This is an optimization exercise on Yosys and OpenROAD, whose aim is small area, a short achievable clock period and few clock cycles, not a production implementation.
The RTL was checked by simulation tests, not by an equivalence proof against the original design.
No activity file was given, so power comes from the tool's default toggle rates.

v6:
## cvu_core
module cvu_core (
    input  wire         clk,
    input  wire         rst,
    input  wire         go,
    input  wire [1:0]   go_alg,
    input  wire         go_init,
    input  wire         go_final,
    input  wire [30:0]  go_len,
    input  wire         ctx_we,
    input  wire [3:0]   ctx_sel,
    input  wire [31:0]  ctx_wdata,
    input  wire         done_clr,
    input  wire         in_valid,
    output wire         in_ready,
    input  wire [31:0]  in_data,
    output wire         busy,
    output reg          done,
    output reg          finalised,
    output reg  [3:0]   cfg_err,
    output wire [255:0] state,
    output wire [63:0]  count
);
Size: about 7300 cells after synthesis, ~1200 flip-flops, ~440 I/O pins.
export LEC_CHECK = 0
export CAP_MARGIN = 20
export CORE_MARGIN = 2
export CORE_UTILIZATION = 55
export CTS_CLUSTER_DIAMETER = 60
export CTS_CLUSTER_SIZE = 20
export PLACE_DENSITY = 0.7
export SLEW_MARGIN = 20
export SYNTH_HIERARCHICAL = 1
create_clock -name core_clock -period 11.0 [get_ports {clk}]
standard.sh (not shown) runs the stock make flow with config.mk's settings and CLKGATE_MAP_FILE= SYNTH_SCRIPT=/design/flow/synth_recipe.tcl, a recipe that flattens the netlist after the stock synthesis.
==> flow/flow/run.sh <==
#!/bin/bash
# The standard layout (standard.sh) with two changes to how it is made:
# ORFS's timing repair aims for 8 ns of setup slack on the design's clock
# (repair_timing -setup_margin 8) and works on the worst endpoint at a time, and
# the port buffers are buf_2 cells. ORFS writes each step's log under
# orfs/logs; make's own output goes to standard_flow.log.
set -euo pipefail
bash standard.sh SETUP_SLACK_MARGIN=8 TNS_END_PERCENT=0 \
    "BUFFER_PORTS_ARGS=-buffer_cell sky130_fd_sc_hd__buf_2" finish > standard_flow.log 2>&1
v6: full flow OK, the timing, DRC and antenna checks passed
Testbench counts of v6, summed over its fixed seeds: cycles 37,894.
The following lists how v7 was set up differently from v6:
--- a/flow/design.v
+++ b/flow/design.v
@@ -81,12 +81,15 @@
             2'd2: fmt = {fmt[31:16], 16'h8000};
             2'd3: fmt = {fmt[31:8], 8'h80};
             default: ;
         endcase
     end
     wire [2:0] ibn = {ibnb == 2'd0, ibnb};
+    wire [3:0]  cnt_lo = {1'b0, cnt[2:0]} + {1'b0, ibn};
+    wire [60:0] cnt_hi;
+    cvu_inc61 u_inc (.a(cnt[63:3]), .ci(cnt_lo[3]), .s(cnt_hi));
     wire adv     = ~ph_need | ibv | ~dl;          
     wire ins     = ph_ins & adv;                  
     wire rnd     = ph_rnd & adv;
     wire upd     = ph_upd & adv;
     wire sha_cons = ph_need & ibv;                
     wire c_wrap  = (c == 7'd67);
@@ -155,13 +158,14 @@
             6'd60: kc = 32'h90befffa; 6'd61:  kc = 32'ha4506ceb;
             6'd62: kc = 32'hbef9a3f7; default: kc = 32'hc67178f2;
         endcase
     end
     wire [31:0] k1s = kr ^ w15 ^ vg;
     wire [31:0] k1c = ((kr & w15) | (kr & vg) | (w15 & vg)) << 1;
-    wire [31:0] kwh_nx = k1s + k1c;
+    wire [31:0] kwh_nx;
+    cvu_add32 u_add_k (.a(k1s), .b(k1c), .s(kwh_nx));
     wire [31:0] bs0 = {va[1:0], va[31:2]} ^ {va[12:0], va[31:13]} ^ {va[21:0], va[31:22]};
     wire [31:0] bs1 = {ve[5:0], ve[31:6]} ^ {ve[10:0], ve[31:11]} ^ {ve[24:0], ve[31:25]};
     wire [31:0] ch  = (ve & vf) | (~ve & vg);
     wire [31:0] mj  = (va & vb) | (va & vc) | (vb & vc);
     wire [31:0] x1s = kwh ^ ch ^ mj;
     wire [31:0] x1c = ((kwh & ch) | (kwh & mj) | (ch & mj)) << 1;
@@ -581,13 +585,13 @@
                     default: cnt[63:32] <= ctx_wdata;
                 endcase
             end
             if (start && ini)
                 cnt <= 64'd0;
             if ((crc_busy && ibv) || sha_cons)
-                cnt <= cnt + {61'd0, ibn};
+                cnt <= {cnt_hi, cnt_lo[2:0]};
             if (sts) begin
                 st0 <= va; st1 <= st0; st2 <= st1; st3 <= st2;
                 st4 <= ve; st5 <= st4; st6 <= st5; st7 <= st6;
             end
             if (crc_ini) begin
                 st0 <= (alg == 2'd2) ? 32'h0000_FFFF : 32'hFFFF_FFFF;
@@ -603,6 +607,13 @@
     input  wire [31:0] a,
     input  wire [31:0] b,
     output wire [31:0] s
 );
     assign s = a + b;
 endmodule
+module cvu_inc61 (
+    input  wire [60:0] a,
+    input  wire        ci,
+    output wire [60:0] s
+);
+    assign s = a + {60'd0, ci};
+endmodule
Summary: with v6 as the reference, height of the chip in v7 moved up slightly.
Diff v6 -> v7 | first-iteration DRC count | down by a few percent
Final period utilization (higher): v6
Summary — post-route standard cell area excluding fillers, v7 relative to v6: lower, by 0.49%.
Post-synthesis share of cell area spent on full adders, half adders and majority gates essentially unchanged between v7 and v6.
Summary of the comparison: switching power summed over all nets is lower in v7, relative to v6.
From v6 to v7 the numbers moved as follows: number of clock sinks now sits at about the same level; overall global routing resource usage now sits lower.
Delta (v7 minus v6): number of ports placed on the die boundary about even, total placed cells including tap cells rose 30, wire length fell about 6%, total power fell about 3.5%.
The initial antenna violation count of v7 falls short of that of v6 by about 17%.
[v7] register fraction of the total cell area rose 0.20 points relative to v6
Testbench counts of v7, summed over its fixed seeds: cycles 37,894.

static timing again, ports no longer ideal:
In the flow no input, the clock included, has a driving cell. The finished layouts below were timed again as built, in two steps. Step 1: set_driving_cell puts a clkbuf_16 on clk and a buf_2 on each other input, an assumption about the parent block. Step 2 adds t to the input delays and takes it off the output delays; t is the mean of the earliest and latest rising clock arrival at the registers after step 1. Input paths then give back, and output paths get back, about the clock's delay inside the block. Slacks: no drivers / after step 1 / after step 2; pairs: no drivers / after step 1.
run | t (ns) | setup slack, ns | worst hold slack (ns) | slew at the worst register clock pin (ns) | worst data-port slew with drivers (ns)
v6 | 0.845 | 6.342 / 6.352 / 5.565 | 0.415 / 0.415 / 0.415 | 0.09 / 0.09 | 0.15
v7 | 0.847 | 6.395 / 6.395 / 5.707 | 0.390 / 0.390 / 0.390 | 0.09 / 0.09 | 0.22
After both steps setup and hold are still met in every run listed. The setup slack of v6, which loses most, moves by +0.010 ns with the drivers and by -0.777 ns with both steps.
